This design comes from an exercise in tuning for small area, a short achievable clock period and few clock cycles on the open sky130 flow, not from production work.
Function was checked by simulation only, so behaviour that the tests miss may differ from the original.
Power figures rest on the tool's default switching activity, not on a simulated workload.

==> design.v <==
module fuse_boot (
    input  wire         clk,
    input  wire         rst_n,
    input  wire         start,
    output reg          busy,
    output reg          done,
    output reg          fz_req,
    output reg  [8:0]   fz_row,
    input  wire         fz_rvalid,
    input  wire [255:0] fz_rdata,
    output reg  [39:0]  trims,
    output reg  [15:0]  row_bad,
    output reg  [63:0]  sec_word,
    output reg  [4:0]   near_cnt,
    output reg  [5:0]   deep_cnt,
    output reg  [10:0]  lane_cnt,
    output reg  [7:0]   skip_cnt,
    input  wire [10:0]  q_group,
    output reg          q_lane_used,
    output reg  [2:0]   q_lane,
    input  wire [4:0]   q_idx,
    output reg  [13:0]  q_near_row,
    output reg  [13:0]  q_deep_row
);
    localparam integer NG  = 1152;
    localparam integer LB  = 2;             
    localparam integer NB  = 1 << LB;
    localparam integer GPB = NG / NB;       
    localparam integer AW  = 11 - LB;       
    localparam [8:0]   ROW_SPARE0 = 9'd256;
    localparam [8:0]   ROW_TABLE0 = 9'd264;
    localparam [39:0]  TRIMS_MID  = {6'h20, 6'h20, 10'h200, 6'h20, 6'h20, 6'h20};
    localparam [15:0] CRC_K = 16'h2a45;
    localparam [239:0] CRC_M0 = 240'h1119581c0b049b854f2d5781057d4a8a10ff97d936ac8d5904cb50c8fe21;
    localparam [239:0] CRC_M1 = 240'h2232b0381608360b9f5aae020bfa941421fe2fb36d581bb30896a190fd43;
    localparam [239:0] CRC_M2 = 240'h446460712c106c163eb55c0516f4292942fc5f66dbb03666112c4321fb87;
    localparam [239:0] CRC_M3 = 240'h88c8c0e25820d82c7c6ab90a2ce8535284f8bfccb6616dcc22588642f60f;
    localparam [239:0] CRC_M4 = 240'h109181c5b140b059f8d4721558d0a7a408f17f996dc3da9845b00c85ec1f;
    localparam [239:0] CRC_M5 = 240'h313b5b976885fb36bf84b2abb5dd05c3011d68ebed2a38688fab49c2271e;
    localparam [239:0] CRC_M6 = 240'h6276b62ed10af76d7e0965576bbb0b86033ad0d6db5570d01e5793844f3c;
    localparam [239:0] CRC_M7 = 240'hc4ec6c5da215eedbfc12caaed676170c0774a0adb7abe0a03dae26099f78;
    localparam [239:0] CRC_M8 = 240'h88d9d9ba442bdcb7f925945daded2e180ee8405b6f57c1417b5c4d123ef1;
    localparam [239:0] CRC_M9 = 240'h10b3b3758956b86ff34b28bb5adb5d301cd081b6deae8283f6b89a247ce2;
    localparam [239:0] CRC_M10 = 240'h206667eb12ad70dfe6975076b5b6bb6038a0036dbd5d0507ed713549f8c4;
    localparam [239:0] CRC_M11 = 240'h40ccced6255ae1becd2fa1ec6a6d77c1704007da7abb0a0edae36a92f089;
    localparam [239:0] CRC_M12 = 240'h9181c5b140b059f8d4721558d0a7a408f17f996dc3da9845b00c85ec1f32;
    localparam [239:0] CRC_M13 = 240'h22038b638160b3f0a9e52ab0a04f4911e2ff32db86b5318b60190ad93f64;
    localparam [239:0] CRC_M14 = 240'h440616c702c166e153cb5560419f9222c4ff65b60d6b6316c13214b27fc8;
    localparam [239:0] CRC_M15 = 240'h880c2c8e0582cdc2a796abc0823e254588ffcb6c1bd6c62c82652864ff90;
    function [71:0] tbl_pack(input [255:0] r);
        integer s;
        begin
            for (s = 0; s < 8; s = s + 1)
                tbl_pack[9*s +: 9] = r[16*s +: 9];
        end
    endfunction
    function [8:0] phys_row(input [71:0] t, input [3:0] r);
        integer s;
        begin
            phys_row = {5'd0, r};
            for (s = 0; s < 8; s = s + 1)
                if (t[9*s + 8] && t[9*s +: 8] == {4'd0, r})
                    phys_row = ROW_SPARE0 + s;
        end
    endfunction
    function [3:0] seq_row(input [4:0] i);
        begin
            if (i == 5'd18)      seq_row = 4'd3;
            else if (i == 5'd17) seq_row = 4'd0;
            else if (i <= 5'd4)  seq_row = i[3:0] - 4'd2;
            else                 seq_row = i[3:0] - 4'd1;
        end
    endfunction
    function [14:0] lowest(input [14:0] v);
        integer e;
        reg seen;
        begin
            seen = 1'b0;
            for (e = 0; e < 15; e = e + 1) begin
                lowest[e] = v[e] & ~seen;
                seen = seen | v[e];
            end
        end
    endfunction
    function [3:0] popc(input [14:0] v);
        integer e;
        begin
            popc = 4'd0;
            for (e = 0; e < 15; e = e + 1)
                popc = popc + {3'd0, v[e]};
        end
    endfunction
    function [13:0] pick_idx(input [239:0] d, input [14:0] oh);
        integer e;
        begin
            pick_idx = 14'd0;
            for (e = 0; e < 15; e = e + 1)
                pick_idx = pick_idx | ({14{oh[e]}} & d[16*e+2 +: 14]);
        end
    endfunction
    reg  [4:0]  nxt;           
    reg  [4:0]  cur;           
    reg         outst;
    reg  [71:0] tbl0, tbl1;       
    wire        go      = start & ~busy;
    wire        rv      = fz_rvalid & outst & busy;
    wire [71:0] tnew    = tbl_pack(fz_rdata);
    wire        arr_t1  = rv & (cur == 5'd1);
    wire        arr_t2  = rv & (cur == 5'd2);
    wire        arr_row = rv & (cur >= 5'd3) & (cur <= 5'd17);
    wire        arr_r3  = rv & (cur == 5'd18);
    reg det;
    always @* begin : detect
        integer s;
        reg [8:0] a, b;
        det = 1'b1;
        for (s = 0; s < 8; s = s + 1) begin
            a = tbl0[9*s +: 9];
            b = tnew[9*s +: 9];
            if (!((a == b) || (!a[8] && !b[8]) || ((a[7:4] & b[7:4]) != 4'd0)))
                det = 1'b0;
        end
    end
    wire [71:0] tmaj = (tbl0 & tbl1) | (tbl0 & tnew) | (tbl1 & tnew);
    wire [71:0] tand = tbl0 & tnew;
    wire        skip2 = arr_t1 & det;
    wire [4:0]  rid  = skip2 ? 5'd3 : nxt;
    wire        nxt_row = (nxt >= 5'd3) && (nxt <= 5'd17);
    wire [8:0]  row_at = arr_t2 ? phys_row(tmaj, 4'd1) :
                         arr_t1 ? (det ? phys_row(tand, 4'd1) : ROW_TABLE0 + 9'd2) :
                         (nxt < 5'd3) ? ROW_TABLE0 + {4'd0, nxt} :
                         phys_row(tbl0, seq_row(nxt));
    wire        out_after = outst & ~rv;
    reg  [255:0] cd;
    reg  [3:0]   crow;
    reg          cval;
    reg  [15:0]  csyn;             
    wire [15:0] syn;
    genvar j;
    generate
        for (j = 0; j < 16; j = j + 1) begin : SYN
            wire [239:0] m = (j ==  0) ? CRC_M0  : (j ==  1) ? CRC_M1  :
                             (j ==  2) ? CRC_M2  : (j ==  3) ? CRC_M3  :
                             (j ==  4) ? CRC_M4  : (j ==  5) ? CRC_M5  :
                             (j ==  6) ? CRC_M6  : (j ==  7) ? CRC_M7  :
                             (j ==  8) ? CRC_M8  : (j ==  9) ? CRC_M9  :
                             (j == 10) ? CRC_M10 : (j == 11) ? CRC_M11 :
                             (j == 12) ? CRC_M12 : (j == 13) ? CRC_M13 :
                             (j == 14) ? CRC_M14 : CRC_M15;
            assign syn[j] = (^(fz_rdata[239:0] & m)) ^ fz_rdata[240+j] ^ CRC_K[j];
        end
    endgenerate
    wire cok  = (csyn == 16'd0);
    wire crep = (crow != 4'd0);
    reg  [239:0] wd;
    reg  [14:0]  lm, nm, dm;       
    reg  [14:0]       lsel;
    reg  [NB-1:0]     s1v, s1r;
    reg  [NB*AW-1:0]  s1a;
    reg  [NB*3-1:0]   s1l;
    always @* begin : lane_pick
        integer k, e;
        reg [14:0] hit, oh;
        lsel = 15'd0;
        s1v = {NB{1'b0}};
        s1r = {NB{1'b0}};
        s1a = {NB*AW{1'b0}};
        s1l = {NB*3{1'b0}};
        for (k = 0; k < NB; k = k + 1) begin
            for (e = 0; e < 15; e = e + 1)
                hit[e] = lm[e] && (wd[16*e+5 +: LB] == k);
            oh = lowest(hit);
            lsel = lsel | oh;
            s1v[k] = |hit;
            for (e = 0; e < 15; e = e + 1) begin
                s1a[AW*k +: AW] = s1a[AW*k +: AW] | ({AW{oh[e]}} & wd[16*e+5+LB +: AW]);
                s1l[3*k +: 3]   = s1l[3*k +: 3]   | ({3{oh[e]}} & wd[16*e+2 +: 3]);
                s1r[k]          = s1r[k] | (oh[e] & (wd[16*e+5 +: 11] < NG));
            end
        end
    end
    wire [14:0] lm_next = lm & ~lsel;
    wire [14:0] nA = lowest(nm);
    wire [14:0] nB = lowest(nm & ~nA);
    wire        nAv = |nm;
    wire        nBv = |(nm & ~nA);
    wire        n_accA = nAv & ~near_cnt[4];
    wire        n_accB = nBv & ~near_cnt[4] & (near_cnt[3:0] != 4'd15);
    wire [1:0]  n_skip = {1'b0, nAv & ~n_accA} + {1'b0, nBv & ~n_accB};
    wire [14:0] nm_next = nm & ~nA & ~nB;
    wire [13:0] nA_idx = pick_idx(wd, nA);
    wire [13:0] nB_idx = pick_idx(wd, nB);
    wire [14:0] dA = lowest(dm);
    wire [14:0] dB = lowest(dm & ~dA);
    wire        dAv = |dm;
    wire        dBv = |(dm & ~dA);
    wire        d_accA = dAv & ~deep_cnt[5];
    wire        d_accB = dBv & ~deep_cnt[5] & (deep_cnt[4:0] != 5'd31);
    wire [1:0]  d_skip = {1'b0, dAv & ~d_accA} + {1'b0, dBv & ~d_accB};
    wire [14:0] dm_next = dm & ~dA & ~dB;
    wire [13:0] dA_idx = pick_idx(wd, dA);
    wire [13:0] dB_idx = pick_idx(wd, dB);
    reg  [4*NB-1:0] lc;
    reg  [3:0]      npend, dpend;
    reg             l_le1, l_le3, l_zero;
    always @* begin : lane_counts
        integer k;
        l_le1 = 1'b1;
        l_le3 = 1'b1;
        l_zero = 1'b1;
        for (k = 0; k < NB; k = k + 1) begin
            if (lc[4*k +: 4] > 4'd1) l_le1 = 1'b0;
            if (lc[4*k +: 4] > 4'd3) l_le3 = 1'b0;
            if (lc[4*k +: 4] != 4'd0) l_zero = 1'b0;
        end
    end
    wire wfin   = l_le1 && (npend <= 4'd2) && (dpend <= 4'd2);
    wire wempty = l_zero && (npend == 4'd0) && (dpend == 4'd0);
    wire wle3   = l_le3 && (npend <= 4'd6) && (dpend <= 4'd6);
    wire cfree = cval & (wfin | ~crep);
    wire wload = cval & wfin;
    reg [14:0] ck1, ck2, ck3;
    always @* begin : kinds
        integer e;
        for (e = 0; e < 15; e = e + 1) begin
            ck1[e] = (cd[16*e +: 2] == 2'b01);
            ck2[e] = (cd[16*e +: 2] == 2'b10);
            ck3[e] = (cd[16*e +: 2] == 2'b11);
        end
    end
    wire cuse = crep & cok;
    reg [4*NB-1:0] clc;
    always @* begin : c_counts
        integer k, e;
        reg [14:0] hit;
        for (k = 0; k < NB; k = k + 1) begin
            for (e = 0; e < 15; e = e + 1)
                hit[e] = ck1[e] && (cd[16*e+5 +: LB] == k);
            clc[4*k +: 4] = popc(hit) & {4{cuse}};
        end
    end
    wire [3:0] cnp = popc(ck2) & {4{cuse}};
    wire [3:0] cdp = popc(ck3) & {4{cuse}};
    wire c_full_after = arr_row | (cval & ~cfree);
    wire buf_ok = ~c_full_after | (~wload & wle3);
    wire issue  = busy & ~out_after & (nxt <= 5'd18) & (~nxt_row | buf_ok);
    reg  [NB-1:0]     s2v, s2r;
    reg  [NB*AW-1:0]  s2a;
    reg  [NB*3-1:0]   s2l;
    reg  [NB-1:0]     s3acc, s3sk;
    reg  [NB*AW-1:0]  s3a;
    reg  [NB*3-1:0]   s3l;
    reg  [NG-1:0]     lu;              
    reg  [NG-1:0]     ls0, ls1, ls2;   
    wire [NB-1:0] used, acc;
    genvar k, g;
    generate
        for (k = 0; k < NB; k = k + 1) begin : BANK
            wire [GPB-1:0] lub;
            for (g = 0; g < GPB; g = g + 1) begin : G
                assign lub[g] = lu[g*NB + k];
            end
            wire [AW-1:0] a  = s2a[AW*k +: AW];
            wire [AW-1:0] a3 = s3a[AW*k +: AW];
            wire [15:0] oh = s2o[16*k +: 16];
            wire [(GPB+15)/16-1:0] rblk;
            for (g = 0; g < (GPB+15)/16; g = g + 1) begin : RB
                assign rblk[g] = |(oh & lub[16*g +: 16]);
            end
            assign used[k] = rblk[a[AW-1:4]] | (s3acc[k] & (a3 == a));
            assign acc[k]  = s2v[k] & s2r[k] & ~used[k];
            wire [15:0] lo = 16'd1 << a3[3:0];
            wire [(1<<(AW-4))-1:0] hi = {{((1<<(AW-4))-1){1'b0}}, 1'b1} << a3[AW-1:4];
        end
        for (g = 0; g < NG; g = g + 1) begin : LW
            localparam integer GK = g % NB;
            localparam integer GL = g / NB;
            wire we = s3acc[GK] & BANK[GK].lo[GL % 16] & BANK[GK].hi[GL / 16];
            always @(posedge clk) begin
                if (go)
                    lu[g] <= 1'b0;
                else if (we)
                    lu[g] <= 1'b1;
                if (we) begin
                    ls0[g] <= s3l[3*GK];
                    ls1[g] <= s3l[3*GK+1];
                    ls2[g] <= s3l[3*GK+2];
                end
            end
        end
    endgenerate
    reg [16*NB-1:0] s2o;           
    integer ii2;
    always @(posedge clk) begin
        s2r <= s1r;
        s2a <= s1a;
        for (ii2 = 0; ii2 < NB; ii2 = ii2 + 1)
            s2o[16*ii2 +: 16] <= 16'd1 << s1a[AW*ii2 +: 4];
        s2l <= s1l;
        s3a <= s2a;
        s3l <= s2l;
        if (!rst_n || go) begin
            s2v   <= {NB{1'b0}};
            s3acc <= {NB{1'b0}};
            s3sk  <= {NB{1'b0}};
        end else begin
            s2v   <= s1v;
            s3acc <= acc;
            s3sk  <= s2v & ~acc;
        end
    end
    wire [3:0] l_add  = popc({{(15-NB){1'b0}}, s3acc});
    wire [3:0] l_skip = popc({{(15-NB){1'b0}}, s3sk});
    reg [13:0] nmap [0:15];
    reg [13:0] dmap [0:31];
    wire [13:0] n_even = near_cnt[0] ? nB_idx : nA_idx;
    wire [13:0] n_odd  = near_cnt[0] ? nA_idx : nB_idx;
    wire [13:0] d_even = deep_cnt[0] ? dB_idx : dA_idx;
    wire [13:0] d_odd  = deep_cnt[0] ? dA_idx : dB_idx;
    integer i;
    always @(posedge clk) begin
        if (busy) begin
            for (i = 0; i < 16; i = i + 1) begin
                if ((n_accB && (near_cnt[3:0] + 4'd1) == i) || (n_accA && near_cnt[3:0] == i))
                    nmap[i] <= i[0] ? n_odd : n_even;
            end
            for (i = 0; i < 32; i = i + 1) begin
                if ((d_accB && (deep_cnt[4:0] + 5'd1) == i) || (d_accA && deep_cnt[4:0] == i))
                    dmap[i] <= i[0] ? d_odd : d_even;
            end
        end
    end
    reg  [2:0] nd_skip;            
    wire       out_next = out_after | issue;
    wire [4:0] nxt_next = issue ? rid + 5'd1 : nxt;   
    wire       fin = busy & ~out_next & (nxt_next == 5'd19) & ~cval & ~arr_row &
                     wempty & (s2v == {NB{1'b0}});
    integer ii;
    always @(posedge clk) begin
        if (!rst_n) begin
            busy   <= 1'b0;
            done   <= 1'b0;
            fz_req <= 1'b0;
            outst  <= 1'b0;
            cval   <= 1'b0;
            lm     <= 15'd0;
            nm     <= 15'd0;
            dm     <= 15'd0;
            lc     <= {4*NB{1'b0}};
            npend  <= 4'd0;
            dpend  <= 4'd0;
            nd_skip <= 3'd0;
        end else if (go) begin
            busy     <= 1'b1;
            done     <= 1'b0;
            fz_req   <= 1'b1;
            fz_row   <= ROW_TABLE0;
            cur      <= 5'd0;
            nxt      <= 5'd1;
            outst    <= 1'b1;
            cval     <= 1'b0;
            lm       <= 15'd0;
            nm       <= 15'd0;
            dm       <= 15'd0;
            lc       <= {4*NB{1'b0}};
            npend    <= 4'd0;
            dpend    <= 4'd0;
            nd_skip  <= 3'd0;
            row_bad  <= 16'd0;
            near_cnt <= 5'd0;
            deep_cnt <= 6'd0;
            lane_cnt <= 11'd0;
            skip_cnt <= 8'd0;
        end else if (busy) begin
            fz_req <= issue;
            if (issue) begin
                fz_row <= row_at;
                cur    <= rid;
                nxt    <= rid + 5'd1;
            end
            outst <= out_next;
            if (rv && cur == 5'd0) tbl0 <= tnew;
            if (arr_t1) begin
                tbl1 <= tnew;
                if (det) tbl0 <= tand;
            end
            if (arr_t2) tbl0 <= tmaj;
            if (arr_r3)
                sec_word <= (fz_rdata[63:0] & fz_rdata[127:64]) |
                            (fz_rdata[63:0] & fz_rdata[191:128]) |
                            (fz_rdata[127:64] & fz_rdata[191:128]);
            if (arr_row) begin
                cd   <= fz_rdata;
                csyn <= syn;
                crow <= seq_row(cur);
                cval <= 1'b1;
            end else if (cfree) begin
                cval <= 1'b0;
            end
            if (cval && crow == 4'd0)
                trims <= cok ? cd[39:0] : TRIMS_MID;
            if (cval && !cok)
                row_bad[crow] <= 1'b1;
            if (wload) begin
                wd <= cd[239:0];
                lm <= ck1 & {15{cuse}};
                nm <= ck2 & {15{cuse}};
                dm <= ck3 & {15{cuse}};
                lc <= clc;
                npend <= cnp;
                dpend <= cdp;
            end else begin
                lm <= lm_next;
                nm <= nm_next;
                dm <= dm_next;
                for (ii = 0; ii < NB; ii = ii + 1)
                    if (lc[4*ii +: 4] != 4'd0)
                        lc[4*ii +: 4] <= lc[4*ii +: 4] - 4'd1;
                npend <= (npend > 4'd2) ? npend - 4'd2 : 4'd0;
                dpend <= (dpend > 4'd2) ? dpend - 4'd2 : 4'd0;
            end
            near_cnt <= near_cnt + {4'd0, n_accA} + {4'd0, n_accB};
            deep_cnt <= deep_cnt + {5'd0, d_accA} + {5'd0, d_accB};
            nd_skip  <= {1'b0, n_skip} + {1'b0, d_skip};
            lane_cnt <= lane_cnt + {7'd0, l_add};
            skip_cnt <= skip_cnt + {4'd0, l_skip} + {5'd0, nd_skip};
            if (fin) begin
                busy <= 1'b0;
                done <= 1'b1;
            end
        end else begin
            fz_req <= 1'b0;
        end
    end
    reg [13:0] qn, qd;
    always @* begin : qmaps
        integer m;
        qn = 14'd0;
        qd = 14'd0;
        for (m = 0; m < 16; m = m + 1)
            qn = qn | ({14{q_idx[3:0] == m}} & nmap[m]);
        for (m = 0; m < 32; m = m + 1)
            qd = qd | ({14{q_idx == m}} & dmap[m]);
    end
    wire [15:0] qdm = 16'd1 << q_group[5:2];
    wire [16*(NG/64)-1:0] qblk;    
    genvar qb, qi;
    generate
        for (qb = 0; qb < NG/64; qb = qb + 1) begin : QB
            for (qi = 0; qi < 4; qi = qi + 1) begin : QI
                wire [15:0] u, l0, l1, l2;
                for (g = 0; g < 16; g = g + 1) begin : QG
                    assign u[g]  = lu[64*qb + 4*g + qi];
                    assign l0[g] = ls0[64*qb + 4*g + qi];
                    assign l1[g] = ls1[64*qb + 4*g + qi];
                    assign l2[g] = ls2[64*qb + 4*g + qi];
                end
                assign qblk[16*qb + 4*qi +: 4] = {|(qdm & l2), |(qdm & l1), |(qdm & l0), |(qdm & u)};
            end
        end
    endgenerate
    wire [4:0]  qhb  = q_group[10:6];
    wire [15:0] qcand = qblk[16*qhb +: 16];
    reg       fwd;
    reg [2:0] fwd_lane;
    always @* begin : qfwd
        integer m;
        fwd = 1'b0;
        fwd_lane = 3'd0;
        for (m = 0; m < NB; m = m + 1)
            if (s3acc[m] && q_group == {s3a[AW*m +: AW], m[LB-1:0]}) begin
                fwd = 1'b1;
                fwd_lane = s3l[3*m +: 3];
            end
    end
    reg [15:0] qc_r;
    reg [1:0]  qlo_r;
    reg        qin_r, fwd_r;
    reg [2:0]  fwd_lane_r;
    always @(posedge clk) begin
        qc_r        <= qcand;
        qlo_r       <= q_group[1:0];
        qin_r       <= (q_group < NG);
        fwd_r       <= fwd;
        fwd_lane_r  <= fwd_lane;
        q_near_row  <= qn;
        q_deep_row  <= qd;
    end
    wire [3:0] qsel = qc_r[4*qlo_r +: 4];
    always @* begin
        q_lane_used = qin_r & (qsel[0] | fwd_r);
        q_lane      = fwd_r ? fwd_lane_r : qsel[3:1];
    end
endmodule
==> flow/run.sh <==
#!/bin/bash
set -uo pipefail
export SETUP_SLACK_MARGIN=6
bash standard.sh > standard_flow.log 2>&1
rc=$?
cp -f orfs/logs/*/fuse_boot/base/*.log . 2>/dev/null || true
exit $rc
==> standard.sh <==
#!/bin/bash
# synth_recipe.tcl (not shown) runs the flow's synth.tcl, then flattens the netlist and writes it again
# the make line also repeats each setting of config.mk as NAME=value (left out here)
make -C /OpenROAD-flow-scripts/flow DESIGN_CONFIG=/design/flow/config.mk WORK_HOME=/design/flow/orfs CLKGATE_MAP_FILE= SYNTH_SCRIPT=/design/flow/synth_recipe.tcl "${@:-finish}"
==> config.mk <==
export PLATFORM = sky130hd
export DESIGN_NAME = fuse_boot
export DESIGN_NICKNAME = fuse_boot
export VERILOG_FILES = /design/flow/design.v
export SDC_FILE = /design/flow/constraint.sdc
export NUM_CORES = 4
export LEC_CHECK = 0
export CAP_MARGIN = 20
export CORE_MARGIN = 2
export CORE_UTILIZATION = 35
export CTS_CLUSTER_DIAMETER = 100
export CTS_CLUSTER_SIZE = 20
export PLACE_DENSITY = 0.55
export SLEW_MARGIN = 20
export TNS_END_PERCENT = 10
==> constraint.sdc <==
create_clock -name core_clock -period 10.0 [get_ports {clk}]
set_input_delay 2.0000 -clock core_clock [delete_from_list [all_inputs] [get_ports {clk}]]
set_output_delay 2.0000 -clock core_clock [all_outputs]
set_load 0.01 [all_outputs]
==> impl_metrics.csv, run 1 <==
group,metric,value,unit
sta,post-route-period-util,46.5,%
sta,relSlewSlack,8.90,%
detailed_routing,num_vias,210000,
worst_setup_path,start_kind,"register",
placement,io_buffers,467,
finish,drive_gt1_share,10.6,%
logic_synthesis,netlist_top_cells_area,"edfxtp_1, dfxtp_1, nor2_1",
run_status,status,"timing/DRC/antenna clean",
job,cap_viol_max_count,0,
global_routing,grt_pass1_wl,1680000,um
worst_setup_path,path_max_fanout,1,
placement,hpwl,773000,um
sta,skew,0.140,ns
global_routing,gr-usage-all-layers,31.1,%
detailed_routing,drtIter0Drc,39400,
power_and_ir_drop,peakVddDrop,0.164,mV
detailed_routing,drt.antenna.violating_nets,0,
die,initial_core_util,35.1,%
worst_setup_path,cp_cell_sequence,"mux4_2 -> mux2_4 -> buf_6",
sta,fmax,215,MHz
clock_tree,clock_latency,1.16,ns
clock_tree,cts_buffers,366,
global_routing,antenna_found_initial,154,
worst_setup_path,crit_type,"register to primary output",
sta,grt_setup_unrepaired,"true",
sta,worstMarginPinSlew,1.37,ns
detailed_routing,drc,0,
sta,setup_viol,0,
placement,gp_congestion,0.987,
worst_setup_path,cp_top_family,"multiplexers",
logic_synthesis,yosys_most_used_dff,"edfxtp_1",
sta,final_hold_viol_count,0,
clock_tree,clock_sinks,6365,
worst_setup_path,crit_buf_inv,1,
die,die_h,877,um
clock_tree,cts_root_buffer,"clkbuf_16",
die,die_x,877,um
die,die-area,769000,um^2
logic_synthesis,synth_seq_cells,6365,
clock_tree,clkTransAtPathRegs,0.09,ns
logic_synthesis,synth_edf_count,4909,
worst_setup_path,r2r_slack,5.44,ns
clock_tree,cts_tree,"built",
global_routing,grt_max_degree,189,
finish,area_growth_syn_to_layout,14.6,%
worst_setup_path,end_kind,"primary output",
logic_synthesis,synthArstFlopShare,0,%
clock_tree,clock_path_buffers,4,
clock_tree,htree_num_levels,5,
die,coreArea,760000,um^2
worst_setup_path,required,8.00,ns
die,ioPinCount,470,
sta,final.setup.tns,0,ns
finish,final_core_util,40.3,%
worst_setup_path,cpMaxStageDelayCell,"mux4_2",
detailed_routing,wl,1260000,um
detailed_routing,dr.pass1.iters,14,
power_and_ir_drop,powerDensity,170,nW/um^2
logic_synthesis,synth_area,267000,um^2
logic_synthesis,yosysSeqAreaShare,66.2,%
clock_tree,ctsHoldBuffers,0,
worst_hold_path,hp-class,"register to register",
logic_synthesis,synth_top_area_cell,"edfxtp_1",
logic_synthesis,synth_cell_type_count,107,
logic_synthesis,synth_most_common_cell,"edfxtp_1",
logic_synthesis,avgSynthCellArea,12.5,um^2
worst_setup_path,slowest_delay,0.52,ns
sta,slew_viol_final,0,
detailed_routing,vias_per_cell,6.49,
finish,num-nets-final,22200,
logic_synthesis,synth_top_area_share,55.3,%
finish,fin_cells,32300,
global_routing,grt_pass1_vias,193000,
detailed_routing,wl_per_cell,39.0,um
logic_synthesis,yosysWarnings,3,
sta,period_needed,4.65,ns
logic_synthesis,synthTopCellsByCount,"edfxtp_1, nor2_1, a22oi_1",
logic_synthesis,netlist_instances,21400,
placement,place_inst,31000,
global_routing,grt_overflow,0,
worst_setup_path,crit_arrival,2.65,ns
sta,holdWs,0.328,ns
die,rows,320,
power_and_ir_drop,power_leakage,97.5,nW
logic make-up after synthesis:
logic type | after synthesis | share of synthesized area (%)
other cells | 1 | 0.00141
xor+xnor | 1030 | 3.43
simple gates | 6685 | 11.1
flops | 6365 | 66.2
compound gates | 5005 | 14.4
mux | 138 | 0.628
fa+ha+maj | 289 | 1.48
buf+inv | 1844 | 2.73
cell usage in the layout, fill, tap and decap left out, types with 56 or more instances in the layout:
cell and count:
dlymetal6s2s_1 114, and2_1 59, nand4_1 477, a211oi_1 70, inv_1 147, fa_1 59
xnor2_2 73, a221o_1 124, a222oi_1 441, nor2_1 4005, nand2b_1 71, maj3_1 71
edfxtp_1 4909, a221oi_1 516, a21oi_1 489, ha_1 114, mux2i_1 57, nor2b_1 56
clkbuf_1 243, o21ai_0 369, nand3_1 562, diode_2 221, nand2_1 701, a22o_1 534
clkbuf_16 381, xnor2_1 757, buf_6 73, clkdlybuf4s50_1 306, o21a_1 76, o211ai_1 84
nor3_1 108, dfxtp_1 1428, nor4_1 65, xor2_1 174, buf_12 124, buf_4 834
o2111ai_1 69, a22oi_1 1708
timing repair:
item,CTS,global route
pin swaps,80,75
endpoints found under the setup margin,2138,1989
gates resized for setup,569,538
setup buffers,188,157
gates cloned,55,10
flip-flops by register name, summed over array words and instances, names as in the netlist, 210 cells and up:
| name | flops |
|---|---|
| ls0 | 1152 |
| ls1 | 1152 |
| ls2 | 1152 |
| lu | 1152 |
| dmap | 448 |
| cd | 240 |
| nmap | 224 |
| wd | 210 |
final timing paths:
check / from / end / cells after the start
worst min register to register: s2l[10]$_DFF_P_ / s3l[10]$_DFF_P_ / 0
worst max register to register: cd[0]$_DFFE_PP_ / lc[2]$_SDFFE_PN0P_ / 14
worst min-delay path: s2l[10]$_DFF_P_ / s3l[10]$_DFF_P_ / 0
worst max-delay path: qc_r[15]$_DFF_P_ / q_lane[2] / 3
report_power, final:
part	internal (mW)	leakage, nW	switching, mW	total, mW
logic	2.42	37.3	4.31	6.73
registers	28.6	55.0	0.182	28.8
clock network	7.22	5.21	9.29	16.5
stage by stage:
stage	worst slack, ns	power, mW	cell area [um^2]
after detailed placement	3.24	35.4	285000
after CTS	5.33	51.6	301000
after global routing	5.35	53.0	305000
after global placement	3.20	35.4	285000
after floorplan	3.25	32.8	267000
final	5.35	52.1	306000
worst reg2reg max path, cell delays in order, from the launching register on:
cell,delay (ns)
edfxtp_1,0.61
nor2b_4,0.26
or3b_4,0.39
fa_1,0.48
fa_2,0.55
fa_1,0.43
fa_1,0.53
fa_2,0.20
inv_2,0.04
fa_2,0.37
xor2_1,0.17
a32oi_1,0.17
nor2_1,0.06
a21oi_1,0.13
nor2_1,0.05
area by class of cell:
type | instances | area, um^2
sequential | 6365 | 177000
fill | 71600 | 454000
clock buffer | 619 | 10300
antenna | 221 | 553
tap | 10100 | 12700
clock inverter | 46 | 669
multi-input combinational | 13200 | 86900
inverter | 166 | 651
timing repair buffer | 1603 | 17400
per-layer routing:
layer  vias to the layer above  routed length, um  global-route usage, %
li1                      82500                  -                      -
met4                        60              85800                   17.1
met2                     17500             535000                   45.8
met5                         -                416                 0.0185
met1                    106000             468000                   41.2
met3                      3798             170000                   9.15
Testbench counts, summed over its fixed seeds: cycles 5,510.
==> inputs of run 2 (changes only) <==
==> run.sh (new file) <==
#!/bin/bash
# synth_recipe.tcl (not shown) runs the flow's synth.tcl, then flattens the netlist and writes it again
# the make line also repeats each setting of config.mk as NAME=value (left out here)
make -C /OpenROAD-flow-scripts/flow DESIGN_CONFIG=/design/flow/config.mk WORK_HOME=/design/flow/orfs CLKGATE_MAP_FILE= SYNTH_SCRIPT=/design/flow/synth_recipe.tcl finish
--- a/config.mk
+++ b/config.mk
@@ -8,8 +8,8 @@
 export CAP_MARGIN = 20
 export CORE_MARGIN = 2
-export CORE_UTILIZATION = 35
+export CORE_UTILIZATION = 20
 export CTS_CLUSTER_DIAMETER = 100
 export CTS_CLUSTER_SIZE = 20
-export PLACE_DENSITY = 0.55
+export PLACE_DENSITY = 0.35
+export SETUP_SLACK_MARGIN = 5
 export SLEW_MARGIN = 20
-export TNS_END_PERCENT = 10
removed: flow/run.sh
removed: standard.sh
==> run 2 against run 1 <==
Cell count rose by 22%; synthesized area did not move; still clean; clock skew rose by 0.076 ns.
==> impl_metrics.csv, run 2 <==
group,metric,value,unit
die,die-area,1340000,um^2
sta,period_needed,5.34,ns
worst_setup_path,crit_arrival,6.37,ns
power_and_ir_drop,power_leakage,93.8,nW
detailed_routing,num_vias,201000,
job,cap_viol_max_count,0,
finish,num-nets-final,21900,
logic_synthesis,yosysSeqAreaShare,66.2,%
sta,setup_viol,0,
finish,layout_common_cells,"edfxtp_1, nor2_1, a22oi_1, dfxtp_1, xnor2_1",
power_and_ir_drop,p_clk_share,33.6,%
worst_setup_path,end_kind,"register",
clock_tree,clock_path_buffers,5,
power_and_ir_drop,powerDensity,173,nW/um^2
worst_setup_path,cp_cell_sequence,"buf_8 -> buf_6 -> nor4bb_4 -> buf_12 -> buf_12 -> a22o_1 -> a221oi_1 -> nand3_1 -> a2111oi_0 -> a21oi_1 -> a22o_1",
sta,fmax,187,MHz
die,rows,424,
worst_hold_path,hp-class,"register to register",
worst_setup_path,cp_top_family,"compound AO/OA/AOI/OAI gates",
clock_tree,clock_sinks,6365,
logic_synthesis,synth_top_area_cell,"edfxtp_1",
die,die_h,1160,um
die,initial_core_util,20.0,%
sta,grt_setup_unrepaired,"true",
detailed_routing,vias_per_cell,5.08,
clock_tree,clkTransAtPathRegs,0.09,ns
sta,worstMarginPinSlew,1.35,ns
clock_tree,cts_tree,"built",
power_and_ir_drop,power_frac_seq,54.2,%
worst_setup_path,path_max_fanout,52,
logic_synthesis,avgSynthCellArea,12.5,um^2
detailed_routing,dr.pass1.iters,11,
logic_synthesis,synthArstFlopShare,0,%
worst_setup_path,crit_buf_inv,4,
detailed_routing,wl_per_cell,36.1,um
die,ioPinCount,470,
worst_setup_path,required,11.03,ns
die,coreArea,1330000,um^2
worst_setup_path,start_kind,"primary input",
logic_synthesis,yosysWarnings,3,
global_routing,gr-usage-all-layers,20.3,%
power_and_ir_drop,p_comb_share,12.3,%
power_and_ir_drop,peakVddDrop,0.186,mV
placement,gp_congestion,0.928,
global_routing,antenna_found_initial,164,
sta,final.setup.tns,0,ns
detailed_routing,drc,0,
power_and_ir_drop,p_sw_share,27.5,%
sta,post-route-period-util,53.4,%
placement,place_inst,38600,
logic_synthesis,synth_most_common_cell,"edfxtp_1",
worst_setup_path,slowest_delay,0.94,ns
run_status,status,"timing/DRC/antenna clean",
detailed_routing,drt.antenna.violating_nets,0,
clock_tree,htree_num_levels,5,
clock_tree,ctsHoldBuffers,0,
detailed_routing,wl,1430000,um
global_routing,grt_pass1_vias,193000,
logic_synthesis,netlist_top_cells_area,"edfxtp_1, dfxtp_1, nor2_1",
sta,slew_viol_final,0,
logic_synthesis,yosys_most_used_dff,"edfxtp_1",
global_routing,grt_max_degree,191,
sta,skew,0.216,ns
sta,final_hold_viol_count,0,
global_routing,grt_pass1_wl,1870000,um
finish,drive_gt1_share,8.79,%
logic_synthesis,synth_top_area_share,55.3,%
clock_tree,clock_latency,1.23,ns
detailed_routing,drtIter0Drc,29300,
power_and_ir_drop,p_sw,14.6,mW
logic_synthesis,synth_seq_cells,6365,
worst_setup_path,cpMaxStageDelayCell,"a2111oi_0",
logic_synthesis,synth_area,267000,um^2
logic_synthesis,synthTopCellsByCount,"edfxtp_1, nor2_1, a22oi_1",
finish,layout_commonest_cell,"edfxtp_1",
finish,area_growth_syn_to_layout,15.8,%
worst_setup_path,crit_type,"primary input to register",
clock_tree,cts_root_buffer,"clkbuf_16",
clock_tree,cts_buffers,396,
logic_synthesis,netlist_instances,21400,
placement,io_buffers,467,
sta,relSlewSlack,9.71,%
global_routing,grt_overflow,0,
power_and_ir_drop,p_int,38.7,mW
logic_synthesis,synth_cell_type_count,107,
logic_synthesis,synth_edf_count,4909,
placement,hpwl,926000,um
die,die_x,1160,um
finish,fin_cells,39500,
==> run 2: cell counts after synthesis <==
No cell type changed its count.
==> run 2: power by group through the flow <==
| stage | sequential [mW] | clock [mW] | combinational, mW |
|---|---|---|---|
| floorplan | 29.5 | 0 | 3.39 |
| global placement | 29.5 | 0 | 6.42 |
| detailed placement | 29.5 | 0 | 6.41 |
| CTS | 28.9 | 18.3 | 6.45 |
| global route | 28.9 | 19.1 | 6.71 |
| finish | 28.9 | 17.9 | 6.53 |
==> run 2: worst paths after layout <==
kind	cells past startpoint	end	slack, ns	from
max	11	qc_r[11]$_DFF_P_	4.66	q_group[5]
min	0	s3a[1]$_DFF_P_	0.29	s2a[1]$_DFF_P_
max reg2reg	9	s2a[25]$_DFF_P_	4.99	wd[22]$_DFFE_PP_
min reg2reg	0	s3a[1]$_DFF_P_	0.29	s2a[1]$_DFF_P_
==> run 2: kinds of logic (layout without fill, tap and decap cells) <==
group                    after synthesis  count (layout)  share of synthesized area, %
buffers and inverters               1844            2197                          2.73
other                                  1             147                       0.00141
adder cells (fa/ha/maj)              289             289                          1.48
XOR/XNOR                            1030            1030                          3.43
AO/OA/AOI/OAI                       5005            5005                          14.4
multiplexers                         138             138                         0.628
AND/OR/NAND/NOR                     6685            6687                          11.1
flip-flops                          6365            6365                          66.2
==> run 2: metrics by stage <==
stage               total power, mW  hold slack (ns)  instance area (um^2)  util, %  setup slack (ns)
finish                         53.3            0.294                309000     23.2              4.66
global route                   54.7            0.329                309000     23.2              4.80
CTS                            53.6            0.316                308000     23.1              4.80
detailed placement             35.9            0.318                295000     22.2              3.01
global placement               35.9            0.318                295000     22.2              2.81
floorplan                      32.8            0.310                267000        -              3.25
==> run 2: worst register-to-register path, stage by stage (launching register included) <==
cell	delay (ns)
edfxtp_1	0.70
and3b_1	0.66
or3_1	0.50
nor3_1	0.12
buf_4	0.22
a222oi_1	0.36
nand4_1	0.29
a221o_1	0.37
a221oi_1	0.37
nand3_1	0.93
==> run 2: metal layers <==
metal,track usage (%),routed length [um],vias to the layer above
met4,7.20,59300,30
li1,-,-,82000
met5,0,195,-
met2,32.5,647000,10800
met1,27.7,611000,106000
met3,3.42,109000,2165
==> run 2: area by class of cell <==
class / instances / area, um^2
multi-input combinational: 13200 / 84900
clock buffer: 621 / 11000
sequential: 6365 / 177000
timing repair buffer: 1322 / 12200
antenna: 145 / 363
inverter: 166 / 633
clock inverter: 88 / 1110
tap: 17700 / 22100
fill: 141000 / 1020000
==> run 2: repair_timing <==
action                     4_1_cts  5_1_grt
setup endpoints to repair      780      444
setup buffers                   18       20
pin swaps                        7        4
gates cloned                     2        3
gates resized for setup         79       41

## what the ideal ports hide
In the flow no input, the clock included, has a driving cell. The finished layouts below were timed again as built, in two steps.
Step 1 assumes that a clkbuf_16 drives the clock port and a buf_2 every other input.
Step 2 also shifts input and output timing later by t, the mid clock arrival at the registers, as if the neighbouring blocks saw the same clock.
Slacks: no drivers / after step 1 / after step 2; pairs: no drivers / after step 1.
| run | t, ns | slack for setup (ns) | worst setup path at the end |
|---|---|---|---|
| run 1 | 1.225 | 5.351 / 5.220 / 4.201 | input to register |
| run 2 | 1.283 | 4.664 / 4.714 / 3.431 | input to register |
After both steps setup and hold are still met in every run listed. The setup slack of run 2, which loses most, moves by +0.050 ns with the drivers and by -1.233 ns with both steps.
